From an optimization exercise on the open Yosys and OpenROAD flow, aimed at small area, a short achievable clock period and few clock cycles; shortcuts taken in it are not production practice.
Only simulation tests tie the RTL to the original design; equivalence was not proved.

===== design/flow/run.sh =====
#!/bin/bash
# synth_recipe.tcl (not shown) runs the flow's synth.tcl, then flattens the netlist and writes it again
# the make line also repeats each setting of config.mk as NAME=value (left out here)
make -C /OpenROAD-flow-scripts/flow DESIGN_CONFIG=/design/flow/config.mk WORK_HOME=/design/flow/orfs CLKGATE_MAP_FILE= SYNTH_SCRIPT=/design/flow/synth_recipe.tcl finish

===== design/flow/config.mk =====
export PLATFORM = sky130hd
export DESIGN_NAME = cu_unit
export DESIGN_NICKNAME = cu_unit
export VERILOG_FILES = /design/flow/design.v
export SDC_FILE = /design/flow/constraint.sdc
export NUM_CORES = 4
export LEC_CHECK = 0
export CAP_MARGIN = 20
export CORE_MARGIN = 2
export CORE_UTILIZATION = 35
export SLEW_MARGIN = 20

===== design/flow/constraint.sdc =====
create_clock -name core_clock -period 14.0 [get_ports {clk}]
set_input_delay 2.8000 -clock core_clock [delete_from_list [all_inputs] [get_ports {clk}]]
set_output_delay 2.8000 -clock core_clock [all_outputs]
set_load 0.01 [all_outputs]

===== design/flow/design.v =====
module cu_unit (
    input  wire        clk,
    input  wire        rst,           
    input  wire        cfg_type,      
    input  wire [31:0] cfg_b0,
    input  wire [31:0] cfg_b1,
    input  wire [31:0] cfg_b2,
    input  wire [31:0] cfg_b3,
    input  wire [31:0] cfg_a1,
    input  wire [31:0] cfg_a2,
    input  wire [31:0] cfg_a3,
    input  wire [5:0]  cfg_shift,     
    input  wire [31:0] cfg_emax,      
    input  wire [15:0] cfg_sat_max,   
    input  wire [31:0] cfg_omin,
    input  wire [31:0] cfg_omax,
    input  wire        start,
    input  wire [1:0]  cmd,           
    input  wire [31:0] ref_in,
    input  wire [31:0] meas_in,
    input  wire [31:0] force_in,      
    output reg         busy,
    output reg         done,
    output reg  [31:0] out,
    output reg  [31:0] e1,
    output reg  [31:0] e2,
    output reg  [31:0] e3,
    output reg  [47:0] u1,
    output reg  [47:0] u2,
    output reg  [47:0] u3,
    output reg         fenced,
    output reg         wrap_flt,
    output reg         sat_flt
);
    localparam CMD_RUN     = 2'd0;
    localparam CMD_TRACK   = 2'd1;
    localparam CMD_PRELOAD = 2'd2;
    localparam ST_IDLE = 2'd0;
    localparam ST_MAC  = 2'd1;
    localparam ST_FIN  = 2'd2;
    reg  [1:0]  state;
    reg  [2:0]  step;         
    reg  [31:0] e0;           
    reg  [83:0] acc;          
    reg  [15:0] satcount;
    wire signed [33:0] diff  = $signed({{2{ref_in[31]}}, ref_in}) -
                               $signed({{2{meas_in[31]}}, meas_in});
    wire signed [33:0] emax_p = $signed({2'b00, cfg_emax});
    wire signed [33:0] emax_n = -emax_p;
    wire signed [33:0] e_clamped = (diff < emax_n) ? emax_n :
                                   (diff > emax_p) ? emax_p : diff;
    wire signed [79:0] force_shl = $signed({{48{force_in[31]}}, force_in}) <<< cfg_shift;
    wire        [47:0] force_u   = force_shl[47:0];
    reg [31:0] coef;
    reg [47:0] opnd;
    always @(*) begin
        case (step)
            3'd0: begin coef = cfg_b0; opnd = {{16{e0[31]}}, e0}; end
            3'd1: begin coef = cfg_b1; opnd = {{16{e1[31]}}, e1}; end
            3'd2: begin coef = cfg_b2; opnd = {{16{e2[31]}}, e2}; end
            3'd3: begin coef = cfg_a1; opnd = u1;                 end
            3'd4: begin coef = cfg_a2; opnd = u2;                 end
            3'd5: begin coef = cfg_b3; opnd = {{16{e3[31]}}, e3}; end
            default: begin coef = cfg_a3; opnd = u3;              end
        endcase
    end
    wire signed [79:0] prod    = $signed(coef) * $signed(opnd);
    wire signed [83:0] acc_nxt = $signed(acc) + $signed({{4{prod[79]}}, prod});
    wire        [2:0]  last    = cfg_type ? 3'd6 : 3'd4;
    wire signed [53:0] p_sh   = $signed(acc[83:30]);
    wire               wrap_d = (p_sh < -54'sd140737488355328) ||
                                (p_sh >= 54'sd140737488355328);
    wire        [47:0] u0     = p_sh[47:0];
    wire signed [47:0] x      = $signed(u0) >>> cfg_shift;
    wire signed [47:0] omin_w = $signed(cfg_omin);
    wire signed [47:0] omax_w = $signed(cfg_omax);
    wire signed [47:0] y      = (x < omin_w) ? omin_w :
                                (x > omax_w) ? omax_w : x;
    wire               clip   = (y != x);
    wire        [15:0] sat_nx = clip ? satcount + 16'd1 : 16'd0;
    always @(posedge clk) begin
        if (rst) begin
            state    <= ST_IDLE;
            step     <= 3'd0;
            busy     <= 1'b0;
            done     <= 1'b0;
            e0       <= 32'd0;
            acc      <= 84'd0;
            satcount <= 16'd0;
            out      <= 32'd0;
            e1       <= 32'd0;
            e2       <= 32'd0;
            e3       <= 32'd0;
            u1       <= 48'd0;
            u2       <= 48'd0;
            u3       <= 48'd0;
            fenced   <= 1'b0;
            wrap_flt <= 1'b0;
            sat_flt  <= 1'b0;
        end else begin
            done <= 1'b0;
            case (state)
                ST_IDLE: begin
                    if (start) begin
                        if (fenced || cmd == 2'd3) begin
                            done <= 1'b1;
                        end else if (cmd == CMD_PRELOAD) begin
                            u1       <= force_u;
                            u2       <= force_u;
                            u3       <= force_u;
                            e1       <= 32'd0;
                            e2       <= 32'd0;
                            e3       <= 32'd0;
                            satcount <= 16'd0;
                            done     <= 1'b1;
                        end else if (cmd == CMD_TRACK) begin
                            e1       <= e_clamped[31:0];
                            e2       <= e1;
                            e3       <= e2;
                            u1       <= force_u;
                            u2       <= u1;
                            u3       <= u2;
                            out      <= force_in;
                            satcount <= 16'd0;
                            done     <= 1'b1;
                        end else begin
                            e0    <= e_clamped[31:0];
                            acc   <= 84'd0;
                            step  <= 3'd0;
                            busy  <= 1'b1;
                            state <= ST_MAC;
                        end
                    end
                end
                ST_MAC: begin
                    acc <= acc_nxt;
                    if (step == last) begin
                        state <= ST_FIN;
                    end else begin
                        step <= step + 3'd1;
                    end
                end
                default: begin  
                    e1       <= e0;
                    e2       <= e1;
                    e3       <= e2;
                    u1       <= u0;
                    u2       <= u1;
                    u3       <= u2;
                    out      <= y[31:0];
                    satcount <= sat_nx;
                    if (wrap_d) begin
                        fenced   <= 1'b1;
                        wrap_flt <= 1'b1;
                    end else if (sat_nx >= cfg_sat_max) begin
                        fenced   <= 1'b1;
                        sat_flt  <= 1'b1;
                    end
                    busy  <= 1'b0;
                    done  <= 1'b1;
                    state <= ST_IDLE;
                end
            endcase
        end
    end
endmodule

==> impl_metrics.ini <==
[run_status]
outcome = complete, no violations

[placed_design]
hpwl_mm = 348.5
io_buffers = 720
placed_area_um2 = 101200
gp_congestion = 1.064
dpl.cell_count = 14360

[floorplanning]
die_h_um = 509.7
die-area_um2 = 259800
initial_utilization = 0.3521
rows = 185
die_w_um = 509.7
core_um2 = 254200
ios = 721

[clocking]
cts_buffers = 52
hold_buffers = 0
htreeDepth = 2
postCtsSetupBuffers = 0
cts_root_buf = clkbuf_16
cts_buffer_depth = 3
cts_tree = built
ctsResizeCount = 0
clk_pin_slew_ps = 60
cts_sinks = 414
insertion_delay_ps = 750

[sta]
tightest_slew_ps = 1307
fin_skew_ps = 48.80
fin_crit_sh = 0.9356
drv_slew = 0
slew_headroom = 0.1286
setup_viol = 0
fin_crit_ps = 13100
rsz0062_at_grt = false
timing.fmax_mhz = 76.34
finalSetupTns_ps = 0
finalHoldViolCount = 0

[logic_synthesis]
ys_ff_latch = 414
synth_top_area_frac = 0.3912
synthCells = 10640
yosys-top-cells-area = fa_1, dfxtp_1, inv_1
yosysTopAreaCell = fa_1
synth_top_flop_cell = dfxtp_1
syn_area_per_cell_um2 = 8.414
yosysMostFrequentCell = inv_1
synth.cells.most_frequent = inv_1, fa_1, nand2_1, nor2_1, clkbuf_1
yosys_warnings = 1
synth_edf_count = 0
synthArstFlopShare = 0
ys_seq_area_frac = 0.09260
syn-num-nets = 13310
synth.cell_area_um2 = 89500
synth_cell_type_count = 92

[worst_hold_path]
holdPathStages = 2
hold_class = reg2reg
worst_hold_startpoint = out[25]
min_to = out[25]

[setup_path]
crit_required_ps = 14560
cp.arrival_ps = 13660
max_stage_delay_ps = 890
crit_type = in2reg
r2r_end = acc[82]
reg2reg_depth = 36
cp-end-kind = flop
crit_path_max_fanout = 13
worstSetupStartpointType = input pin
worstReg2RegStart = step[0]
critPathMostFrequentCell = fa_1
worst_path_max_delay_cell = o31ai_1
r2r_slack_ps = 1100

[detailed_routing]
wire_per_inst_um = 29.10
first_pass_iters = 8
via_per_inst = 5.694
num_vias = 82500
route.detailed.drc = 0
drt-initial-drc-count = 9683
finalWirelength_mm = 421.6
drtAntennaViolNets = 0

[final_layout]
final_util = 0.4063
areaGrowthSynthToFinish_pct = 15.38
nets = 13720
drive_above_1_share = 0.06661
finish.instance_area_um2 = 103300
finalNonFillerCells = 14490

[global_route]
grt_antenna_before_repair = 44
grt_pass1_wl_mm = 598.9
grtUsageTotal = 0.3224
overflow = 0
grt_pass1_vias = 82000
grt_start_max_net_pins = 94

[run]
max-cap-violations = 0
-- sequential cells by signal (all words and copies together), names as in the netlist, 2 cells and up --
register  count
state         2
e0           32
e3           32
acc          84
e2           32
out          32
u2           48
u1           48
step          3
e1           32
satcount     16
u3           48
-- per-layer routing --
| metal | up-vias | GRT usage | share of wire |
|---|---|---|---|
| met1 | 41930 | 0.3916 | 0.36 |
| met3 | 1024 | 0.1200 | 0.14 |
| li1 | 34750 | - | - |
| met2 | 4767 | 0.4752 | 0.42 |
| met4 | 30 | 0.2169 | 0.082 |
| met5 | - | 0 | 0.00051 |
-- kinds of logic after synthesis --
family,synth area share
xor gates and xnor gates,0.01859
buffers and inverters,0.1094
DFF,0.09260
muxes,0.04321
adders and majority gates,0.4578
AOI/OAI and AO/OA,0.1323
and+or+nand+nor,0.1461
-- cells in the final DEF, fill, tap and decap left out, drive strengths merged, types with 43 or more instances in the layout --
| master | Yosys | final |
|---|---|---|
| nand3 | 92 | 92 |
| o211ai | 70 | 70 |
| inv | 1923 | 1926 |
| o21ai | 295 | 295 |
| nand2 | 1517 | 1517 |
| a21o | 84 | 84 |
| clkdlybuf4s50 | 0 | 713 |
| mux4 | 54 | 54 |
| nor3 | 122 | 122 |
| nor2 | 1053 | 1053 |
| dfxtp | 414 | 414 |
| o21a | 63 | 63 |
| xnor2 | 139 | 139 |
| nand2b | 46 | 46 |
| a22oi | 277 | 277 |
| o22ai | 64 | 64 |
| a31oi | 63 | 63 |
| buf | 101 | 301 |
| a21oi | 454 | 454 |
| nand4 | 80 | 80 |
| ha | 476 | 476 |
| clkbuf | 553 | 70 |
| fa | 1749 | 1749 |
| a211oi | 101 | 101 |
| and2 | 43 | 43 |
| xor2 | 51 | 51 |
| mux2i | 98 | 98 |
| mux2 | 148 | 148 |
-- per-stage QoR --
step,hold slack (ps),worst slack (ps)
finish,452.4,901.5
global route,478.3,775.1
CTS,455.8,1292
detailed placement,447.6,591.3
global placement,443.4,-455.4
floorplan,431.9,1815
-- area by class of cell --
type                            instances  area [um^2]
Antenna cell                           28        70.07
Clock buffer                           70         1500
Clock inverter                         28        421.7
Fill cell                           26090       150900
Inverter                             1925         7226
Multi-Input combinational cell       7644        71980
Sequential cell                       414         8295
Tap cell                             3366         4212
Timing Repair Buffer                 1014         9560
-- worst max-delay path: cells and delay by family --
kind / cells / cell delay (ps)
mux: 1 / 260
buf+inv: 7 / 1140
compound gates: 10 / 3230
simple gates: 6 / 1670
xor+xnor: 1 / 140
fa+ha+maj: 9 / 4390
-- worst max path at each step --
stage | startpoint | to | slack (ps) | depth (start not counted)
floorplan | cfg_b3[0] | acc[77] | 1810 | 33
global placement | cfg_b3[20] | acc[80] | -460 | 33
detailed placement | cfg_b1[12] | acc[76] | 590 | 33
CTS | cfg_b1[12] | acc[76] | 1290 | 33
global route | cfg_b3[22] | acc[82] | 780 | 34
finish | cfg_b3[22] | acc[82] | 900 | 34
Testbench counts, summed over its fixed seeds: cycles 75,246.

## re-timing with driven ports
How much do the figures lean on ideal ports? The routed layout below was timed once more, with nothing changed but the port constraints. Step 1: set_driving_cell puts a clkbuf_16 on clk and a buf_2 on each other input, an assumption about the parent block. Step 2, shift: input delay + t, output delay - t, t = (earliest + latest rising clock arrival at the registers) / 2. This alone moves slack from input paths to output paths. a / b / c = ideal / step 1 / step 2; a / b = the first two.
t, ns: 0.817
slack for setup (ns): 0.902 / 0.974 / 0.157
worst hold slack (ns): 0.452 / 0.452 / 0.452
worst slew at a driven data input, ns: 0.34
After both steps setup and hold are still met in this run. The setup slack of this run moves by +0.072 ns with the drivers and by -0.745 ns with both steps.
